Background: an optimization exercise with open tools, aiming at small area and a short achievable clock period. Do not read the settings as production practice. Where RTL was checked, it was by simulation tests only, not by an equivalence proof against the original.

before:
// fpfma
module fpfma (
    input  wire        clk,
    input  wire        rst_n,
    input  wire        in_valid,
    input  wire [1:0]  in_op,
    input  wire [1:0]  in_rnd,
    input  wire        in_ftz,
    input  wire        in_canon,
    input  wire [31:0] in_a,
    input  wire [31:0] in_b,
    input  wire [31:0] in_c,
    output reg         out_valid,
    output reg  [31:0] out_result,
    output reg  [4:0]  out_flags
);
For scale: about 6,000 cells after synthesis, about 140 I/O pins, about 0.043 mm2 of cells after synthesis.
Settings: LEC_CHECK=0, ABC_AREA=1, CAP_MARGIN=40, CORE_MARGIN=2, CORE_UTILIZATION=55, CTS_CLUSTER_DIAMETER=150, CTS_CLUSTER_SIZE=30, SLEW_MARGIN=60; clock period 28.0 ns.
run.sh (not shown) runs the stock make flow with config.mk's settings and CLKGATE_MAP_FILE= SYNTH_SCRIPT=/design/flow/synth_recipe.tcl, a recipe that flattens the netlist after the stock synthesis.
Inputs modified between before and after:
Settings: a change of CORE_UTILIZATION from 55 to 45; a deleted CTS_CLUSTER_DIAMETER that had been 150; a deleted CTS_CLUSTER_SIZE that had been 30.
==> run notes <==
Higher flop-to-flop setup slack was reported by after, not before.

Another version of the RTL of fpfma (not shown whole).
Size in the first run: ~6500 cells after synthesis, about 450 flip-flops, ~140 I/O pins, roughly 0.044 mm2 of cells after synthesis.
clock: 28.0 ns
lec_check: 0
abc_area: 1
cap_margin: 20
core_margin: 2
core_utilization: 45
slew_margin: 20
standard.sh (not shown) runs the stock make flow with config.mk's settings and CLKGATE_MAP_FILE= SYNTH_SCRIPT=/design/flow/synth_recipe.tcl, a recipe that flattens the netlist after the stock synthesis.
==> flow/flow/run.sh <==
#!/bin/bash
# The standard layout (the standard.sh, standard synthesis included),
# with two changes to how it is made:
#  - the buffers that buffer_ports puts on the input and output ports are
#    sky130_fd_sc_hd__buf_2 instead of the delay buffer (clkdlybuf4s50_1)
#    the resizer picks by default; every port still gets its own buffer;
#  - repair_timing works with a setup margin of 21.3 ns, so that it speeds
#    up every path slower than 6.7 ns instead of only those that miss the
#    28 ns clock.  The clock, its period and the SDC are unchanged.
# make's output goes to flow.log; each ORFS step keeps its own log under
# orfs/logs/.
set -euo pipefail
bash standard.sh "BUFFER_PORTS_ARGS=-buffer_cell sky130_fd_sc_hd__buf_2" \
    "SETUP_SLACK_MARGIN=21.3" finish > flow.log 2>&1
The starting point finished with timing, DRC and antenna clean.
Change:
--- a/flow/flow/run.sh
+++ b/flow/flow/run.sh
@@ -2,2 +2,7 @@
-# The standard layout (the standard.sh, standard synthesis included),
-# with two changes to how it is made:
+# The standard layout (the standard.sh) with three changes to how it is
+# made:
+#  - synthesis is ORFS's (synth_recipe.tcl, so -nofsm -noshare, flattening
+#    and renaming as standard) with the ABC area script mapping for area
+#    (map -a, flow/abc_area.script) instead of for delay; ABC maps only the
+#    logic between registers, so the registers, their names and cell types
+#    are those of the standard synthesis;
@@ -10,2 +15,2 @@
-# make's output goes to flow.log; each ORFS step keeps its own log under
-# orfs/logs/.
+# Each make run's output goes to its own log (synth.log, flow.log); each
+# ORFS step keeps its own log under orfs/logs/.
@@ -13 +18,7 @@
-bash standard.sh "BUFFER_PORTS_ARGS=-buffer_cell sky130_fd_sc_hd__buf_2" \
+here=$(pwd)
+rm -rf "$here/scripts"
+cp -r "$FLOW_HOME/scripts" "$here/scripts"
+cp "$here/flow/abc_area.script" "$here/scripts/abc_area.script"
+bash standard.sh "SCRIPTS_DIR=$here/scripts" synth > synth.log 2>&1
+bash standard.sh "SCRIPTS_DIR=$here/scripts" \
+    "BUFFER_PORTS_ARGS=-buffer_cell sky130_fd_sc_hd__buf_2" \
==> flow/flow/abc_area.script (new file) <==
strash
dch
map -a
topo
stime -c
buffer -c
upsize -c
dnsize -c
Effect: Count of clock-buffer cells in the layout drops by 1. Worst setup slack degrades by 15 ps. Via count drops by roughly a tenth. Register-to-register slack degrades by 130 ps. Critical path depth does not change. Non-clock buffer count climbs by 81. Core utilization climbs by 2.7 points.
Function was not checked in any run of this note: the RTL went through the layout flow alone.

## port drivers added, routing unchanged
In the flow no input, the clock included, has a driving cell. The finished layouts below were timed again as built, in two steps.
Step 1 assumes that a clkbuf_16 drives the clock port and a buf_2 every other input.
Step 2 adds t to the input delays and takes it off the output delays; t is the mean of the earliest and latest rising clock arrival at the registers after step 1. Input paths then give back, and output paths get back, about the clock's delay inside the block.
a / b / c = ideal / step 1 / step 2; a / b = the first two.
| run | shift t [ns] | setup WS [ns] | hold WS [ns] |
|---|---|---|---|
| before | 0.661 | 20.924 / 20.853 / 20.538 | 0.328 / 0.328 / 0.328 |
| after | 0.712 | 20.888 / 20.815 / 20.539 | 0.325 / 0.325 / 0.325 |
| the first run of note 2 | 0.694 | 21.323 / 21.254 / 21.097 | 0.322 / 0.322 / 0.322 |
| the second run of note 2 | 0.697 | 21.307 / 21.236 / 20.826 | 0.325 / 0.325 / 0.325 |
After both steps every run listed still meets setup and hold. The setup slack of the second run of note 2, which loses most, moves by -0.071 ns with the drivers and by -0.481 ns with both steps.
